From an optimization exercise on the open Yosys and OpenROAD flow, aimed at small area, a short achievable clock period and few clock cycles per item; shortcuts taken in it are not production practice. In this exercise RTL edits were held to simulation tests only and were not proved equivalent to the original. Power and IR drop assume default switching activity.

--- design/flow/design.v ---
module sha384_core (
    input  wire         clk,
    input  wire         rst,
    input  wire         in_valid,
    output wire         in_ready,
    input  wire [63:0]  in_data,      
    input  wire         in_first,     
    input  wire         in_last,      
    output reg          out_valid,
    output reg  [383:0] digest        
);
    localparam [1:0] S_LOAD  = 2'd0,
                     S_ROUND = 2'd1,
                     S_FINAL = 2'd2;
    localparam [63:0] IV0 = 64'hcbbb9d5dc1059ed8, IV1 = 64'h629a292a367cd507, IV2 = 64'h9159015a3070dd17, IV3 = 64'h152fecd8f70e5939,
                      IV4 = 64'h67332667ffc00b31, IV5 = 64'h8eb44a8768581511, IV6 = 64'hdb0c2e0d64f98fa7, IV7 = 64'h47b5481dbefa4fa4;
    localparam [64*80-1:0] KTAB = {
        64'h6c44198c4a475817, 64'h5fcb6fab3ad6faec, 64'h597f299cfc657e2a, 64'h4cc5d4becb3e42b6,
        64'h431d67c49c100d4c, 64'h3c9ebe0a15c9bebc, 64'h32caab7b40c72493, 64'h28db77f523047d84,
        64'h1b710b35131c471b, 64'h113f9804bef90dae, 64'h0a637dc5a2c898a6, 64'h06f067aa72176fba,
        64'hf57d4f7fee6ed178, 64'heada7dd6cde0eb1e, 64'hd186b8c721c0c207, 64'hca273eceea26619c,
        64'hc67178f2e372532b, 64'hbef9a3f7b2c67915, 64'ha4506cebde82bde9, 64'h90befffa23631e28,
        64'h8cc702081a6439ec, 64'h84c87814a1f0ab72, 64'h78a5636f43172f60, 64'h748f82ee5defb2fc,
        64'h682e6ff3d6b2b8a3, 64'h5b9cca4f7763e373, 64'h4ed8aa4ae3418acb, 64'h391c0cb3c5c95a63,
        64'h34b0bcb5e19b48a8, 64'h2748774cdf8eeb99, 64'h1e376c085141ab53, 64'h19a4c116b8d2d0c8,
        64'h106aa07032bbd1b8, 64'hf40e35855771202a, 64'hd69906245565a910, 64'hd192e819d6ef5218,
        64'hc76c51a30654be30, 64'hc24b8b70d0f89791, 64'ha81a664bbc423001, 64'ha2bfe8a14cf10364,
        64'h92722c851482353b, 64'h81c2c92e47edaee6, 64'h766a0abb3c77b2a8, 64'h650a73548baf63de,
        64'h53380d139d95b3df, 64'h4d2c6dfc5ac42aed, 64'h2e1b21385c26c926, 64'h27b70a8546d22ffc,
        64'h142929670a0e6e70, 64'h06ca6351e003826f, 64'hd5a79147930aa725, 64'hc6e00bf33da88fc2,
        64'hbf597fc7beef0ee4, 64'hb00327c898fb213f, 64'ha831c66d2db43210, 64'h983e5152ee66dfab,
        64'h76f988da831153b5, 64'h5cb0a9dcbd41fbd4, 64'h4a7484aa6ea6e483, 64'h2de92c6f592b0275,
        64'h240ca1cc77ac9c65, 64'h0fc19dc68b8cd5b5, 64'hefbe4786384f25e3, 64'he49b69c19ef14ad2,
        64'hc19bf174cf692694, 64'h9bdc06a725c71235, 64'h80deb1fe3b1696b1, 64'h72be5d74f27b896f,
        64'h550c7dc3d5ffb4e2, 64'h243185be4ee4b28c, 64'h12835b0145706fbe, 64'hd807aa98a3030242,
        64'hab1c5ed5da6d8118, 64'h923f82a4af194f9b, 64'h59f111f1b605d019, 64'h3956c25bf348b538,
        64'he9b5dba58189dbbc, 64'hb5c0fbcfec4d3b2f, 64'h7137449123ef65cd, 64'h428a2f98d728ae22
    };
    function automatic [63:0] rotr(input [63:0] x, input integer n);
        rotr = (x >> n) | (x << (64 - n));
    endfunction
    reg [1:0]  state;
    reg [3:0]  wcnt;              
    reg [6:0]  t;                 
    reg        first_q, last_q;
    reg [1023:0] w;               
    reg [63:0] a, b, c, d, e, f, g, h;
    reg [63:0] H0, H1, H2, H3, H4, H5, H6, H7;
    wire [63:0] bsig1 = rotr(e, 14) ^ rotr(e, 18) ^ rotr(e, 41);
    wire [63:0] bsig0 = rotr(a, 28) ^ rotr(a, 34) ^ rotr(a, 39);
    wire [63:0] ch    = (e & f) ^ (~e & g);
    wire [63:0] maj   = (a & b) ^ (a & c) ^ (b & c);
    wire [63:0] t1    = h + bsig1 + ch + KTAB[64*t +: 64] + w[0 +: 64];
    wire [63:0] t2    = bsig0 + maj;
    wire [63:0] ssig0 = rotr(w[64 +: 64], 1) ^ rotr(w[64 +: 64], 8) ^ (w[64 +: 64] >> 7);
    wire [63:0] ssig1 = rotr(w[896 +: 64], 19) ^ rotr(w[896 +: 64], 61) ^ (w[896 +: 64] >> 6);
    wire [63:0] wnext = ssig1 + w[576 +: 64] + ssig0 + w[0 +: 64];
    wire [63:0] n0 = H0 + a, n1 = H1 + b, n2 = H2 + c, n3 = H3 + d;
    wire [63:0] n4 = H4 + e, n5 = H5 + f, n6 = H6 + g, n7 = H7 + h;
    assign in_ready = (state == S_LOAD);
    always @(posedge clk) begin
        if (rst) begin
            state     <= S_LOAD;
            wcnt      <= 4'd0;
            out_valid <= 1'b0;
        end else begin
            out_valid <= 1'b0;
            case (state)
                S_LOAD: begin
                    if (in_valid) begin
                        w <= {in_data, w[1023:64]};
                        if (wcnt == 4'd0) begin
                            first_q <= in_first;
                            last_q  <= in_last;
                        end
                        wcnt <= wcnt + 4'd1;
                        if (wcnt == 4'd15) begin
                            if (first_q) begin
                                H0 <= IV0; H1 <= IV1; H2 <= IV2; H3 <= IV3;
                                H4 <= IV4; H5 <= IV5; H6 <= IV6; H7 <= IV7;
                                a  <= IV0; b  <= IV1; c  <= IV2; d  <= IV3;
                                e  <= IV4; f  <= IV5; g  <= IV6; h  <= IV7;
                            end else begin
                                a <= H0; b <= H1; c <= H2; d <= H3;
                                e <= H4; f <= H5; g <= H6; h <= H7;
                            end
                            t     <= 7'd0;
                            state <= S_ROUND;
                        end
                    end
                end
                S_ROUND: begin
                    h <= g;
                    g <= f;
                    f <= e;
                    e <= d + t1;
                    d <= c;
                    c <= b;
                    b <= a;
                    a <= t1 + t2;
                    w <= {wnext, w[1023:64]};
                    t <= t + 7'd1;
                    if (t == 7'd79)
                        state <= S_FINAL;
                end
                S_FINAL: begin
                    H0 <= n0; H1 <= n1; H2 <= n2; H3 <= n3;
                    H4 <= n4; H5 <= n5; H6 <= n6; H7 <= n7;
                    if (last_q) begin
                        out_valid <= 1'b1;
                        digest    <= {n0, n1, n2, n3, n4, n5};
                    end
                    state <= S_LOAD;
                end
                default: state <= S_LOAD;
            endcase
        end
    end
endmodule
--- design/flow/config.mk ---
export PLATFORM = sky130hd
export DESIGN_NAME = sha384_core
export DESIGN_NICKNAME = sha384_core
export VERILOG_FILES = /design/flow/design.v
export SDC_FILE = /design/flow/constraint.sdc
export NUM_CORES = 4
export LEC_CHECK = 0
export CAP_MARGIN = 20
export CORE_MARGIN = 2
export CORE_UTILIZATION = 40
export SLEW_MARGIN = 20
export SYNTH_MEMORY_MAX_BITS = 16384
--- design/flow/run.sh ---
#!/bin/bash
# synth_recipe.tcl (not shown) runs the flow's synth.tcl, then flattens the netlist and writes it again
# the make line also repeats each setting of config.mk as NAME=value (left out here)
make -C /OpenROAD-flow-scripts/flow DESIGN_CONFIG=/design/flow/config.mk WORK_HOME=/design/flow/orfs CLKGATE_MAP_FILE= SYNTH_SCRIPT=/design/flow/synth_recipe.tcl finish
--- design/flow/constraint.sdc ---
create_clock -name core_clock -period 13.0 [get_ports {clk}]
set_input_delay 2.6000 -clock core_clock [delete_from_list [all_inputs] [get_ports {clk}]]
set_output_delay 2.6000 -clock core_clock [all_outputs]
set_load 0.01 [all_outputs]
==> results.txt <==
layout by cell type (no fill, tap or decap), types with 48 or more instances in the layout:
cell and instances:
nand4_1 166, clkbuf_1 52, o21a_1 111, ha_1 780
xor2_1 461, and3_1 93, nand2_1 1402, o31ai_1 65
fa_1 387, nand3_1 197, a21oi_1 1317, a21o_1 594
and2_1 52, a31oi_1 148, nor3_1 259, clkinv_1 59
buf_4 216, o21ai_0 1017, nor2_1 1181, a211oi_1 65
nand2b_1 107, o22ai_1 48, xnor2_1 762, nor2b_1 150
edfxtp_1 2441, mux2_2 73, inv_1 831, o211ai_1 66
clkdlybuf4s50_1 454, clkbuf_16 284, o21bai_1 157, or3_1 50
through the flow:
| stage | util | area [µm²] | std cells |
|---|---|---|---|
| after floorplan | - | 151800 | 14530 |
| after CTS | 0.4512 | 170700 | 19930 |
| after detailed placement | 0.4270 | 161600 | 19430 |
| final | 0.4514 | 170800 | 19950 |
| after global placement | 0.4270 | 161600 | 19430 |
| after global routing | 0.4513 | 170700 | 19940 |
kinds of logic after synthesis:
logic type / share of synthesized area
compound gates: 0.1651
simple gates: 0.1128
flops: 0.4839
buf+inv: 0.04112
xor+xnor: 0.07058
fa+ha+maj: 0.1183
mux: 0.008088
worst max-delay path, delay by kind of cell, from the launching register on:
| kind | cells | cell delay (ns) |
|---|---|---|
| buffers and inverters | 4 | 1.22 |
| AO/OA/AOI/OAI | 13 | 3.83 |
| XOR/XNOR | 2 | 0.54 |
| AND/OR/NAND/NOR | 10 | 2.40 |
| flip-flops | 1 | 0.72 |
| adder cells (fa/ha/maj) | 5 | 2.52 |
cell type report:
class | instances | share of cell area
diodes | 12 | 0.0001758
multi-input cells | 10440 | 0.4228
clock inverters | 165 | 0.01072
flip-flops and latches | 2448 | 0.4300
repair buffers | 688 | 0.03822
inverters | 836 | 0.01843
well taps | 5016 | 0.03675
clock buffers | 338 | 0.04292
power by group through the flow:
stage	Clock (mW)	Sequential, mW	Combinational (mW)
detailed placement	0	9.02	3.21
floorplan	0	9.08	2.29
finish	8.03	8.86	3.31
CTS	8.17	8.86	3.24
global route	8.45	8.86	3.60
global placement	0	9.02	3.22
metal layers:
metal | global-route usage | up-vias
met2 | 0.4357 | 6023
met4 | 0.1599 | 8
met1 | 0.4387 | 58670
met5 | 0 | -
met3 | 0.06297 | 1075
li1 | - | 52760
path summary, 6_finish.rpt:
check             cells past startpoint      to  startpoint
setup / recovery                     34   a[63]        t[1]
setup reg to reg                     34   a[63]        t[1]
hold / removal                        0  w[734]      w[798]
hold reg to reg                       0  w[734]      w[798]
==> impl_results.md <==
- CP Launch Type: register
- First-pass GRT wire length: 840.8 mm
- Area of the multi-input gates: 72,200 µm²
- Cell-internal power: 14.55 mW
- Avg WL per Cell: 30.29 µm
- Initial DRC Count: 15,850
- Die extent in y: 620.0 µm
- Pwr/cell area: 118.3 nW/µm²
- Clk Latency, worst-skew pair: 0.96 ns
- Hold WC Path Type: register to register
- Routed wl met3: 60.69 mm
- Net Sw Frac: 0.2798
- #FFs+latches synth: 2,448
- Reg2Reg Setup Slack: 1.54 ns
- Syn. warnings: 1
- Global Route Usage Sum: 0.3067
- Slew Limit Fails: 0
- FF+latch area: 73,440 µm²
- CTS Buf Count: 282
- Area share of the largest cell type after synthesis: 0.4830
- Vias: 118,500
- Via/cell ratio: 5.943
- Synth Instances: 14,530
- Nets@finish: 15,940
- Max reg flops: 1,024
- Synth Net Count: 15,770
- Syn_area_per_cell: 10.44 µm²
- Crit path DAT: 12.13 ns
- Final worst setup slack: 1.539 ns
- Max-cap violations: 0
- Final hold vios: 0
- Metal-1 WL: 257.5 mm
- Routability congestion estimate: 1.067
- Overflow after GRT: 0
- Crit-path slowest cell: nor2_1
- CTS resizes: 0
- Post-route DRC violation count: 0
- CTS Sinks: 2,448
- Area Overhead vs Synth: 12.53%
- Routed met2 length: 247.9 mm
- Initial antenna violation count: 47
- Hold slack: 0.3723 ns
- Setup violations, final: 0
- Clk pin slew, worst setup/hold paths: 0.06 ns
- Status: finished clean
- Critical Path RT: 13.67 ns
- Initial cell density of the core: 0.4011
- Top_reg_cell synth: edfxtp_1
- Sequential-to-total area share from yosys stat: 0.4839
- CTS Hold Bufs: 0
- Routed Wire Length: 604.1 mm
- Post-synth cell types: 113
- Ranking of synthesized cells by area: edfxtp_1 48%, ha_1 6.4%, fa_1 5.1%
- Leakage power: 64.68 nW
- CP endpoint kind: register
- Top post-synthesis cells by count: 2,441 x edfxtp_1, 1,403 x nand2_1, 1,319 x a21oi_1
- FFs w/ async S/R, synth: 0
- Setup TNS: 0 ns
- Cell accounting for the most synthesized area: edfxtp_1
- Period utilization: 0.8816
- Vias in the first global route: 110,400
- Pwr Total: 20.20 mW
- Rows: 226
- EDFF count, synth: 2,441
- CTS root buf: clkbuf_16
- Number of buffers added on ports: 454
- CORE AREA: 378,300 µm²
- Share of cells above drive strength 1: 0.05557
- H-tree depth: 5
- Sw Pwr: 5.653 mW
- Tmin final: 11.46 ns
- Most flop-heavy register: w
- Postcts setup bufs: 0
- Biggest regs: w x1024, digest x384
- Clk buf depth: 4
- Most numerous cell in the Yosys netlist: edfxtp_1
- Clock power frac: 0.397
- Die width: 620.0 µm
- Measured slew at the worst slew-check pin: 1.337 ns
- Delay of the slowest critical-path stage: 0.88 ns
- Pre-CTS setup slack: 1.852 ns
- WS Path Type: register to register
- Reg power frac: 0.439
- Max Used Layer: met5
- Largest fanout on the critical path: 16
- Max-slew headroom: 0.1089
- Fillers: 35,650
- DRT antenna net count: 0
- Clock skew: 0.08498 ns
- RSZ-0062 raised after global routing: no
- CTS tree: yes
- Post-Syn Area: 151,800 µm²
- Fmax: 87.25 MHz
- Largest net degree at the start of global routing: 187
- Crit path top cell by count: o21ai_0
- Post-DP HPWL: 462.2 mm
- Boundary pin count: 455
- DRT Pass-1 Iters: 6
- Die outline area: 384,300 µm²
- Logic gate share of total power: 0.164
- Max VDD drop: 0.1016 mV
Testbench counts, summed over its fixed seeds: cycles 29,172, blocks 300.

==> afterwards: timing with drivers on the ports <==
No port has a modelled driver above. Below, the same layout with a new extraction and two added sets of constraints. Step 1 assumes that a clkbuf_16 drives the clock port and a buf_2 every other input. Step 2, shift: input delay + t, output delay - t, t = (earliest + latest rising clock arrival at the registers) / 2. This alone moves slack from input paths to output paths. a / b / c = no drivers / after step 1 / after step 2; a / b = the first two.
t, ns: 1.041
setup WS [ns]: 1.539 / 1.539 / 1.539
cell pins on the clock port's net: 1
After both steps setup and hold are still met in this run. For this run, drivers alone change the setup slack by 0.000 ns; drivers and shift together by 0.000 ns.
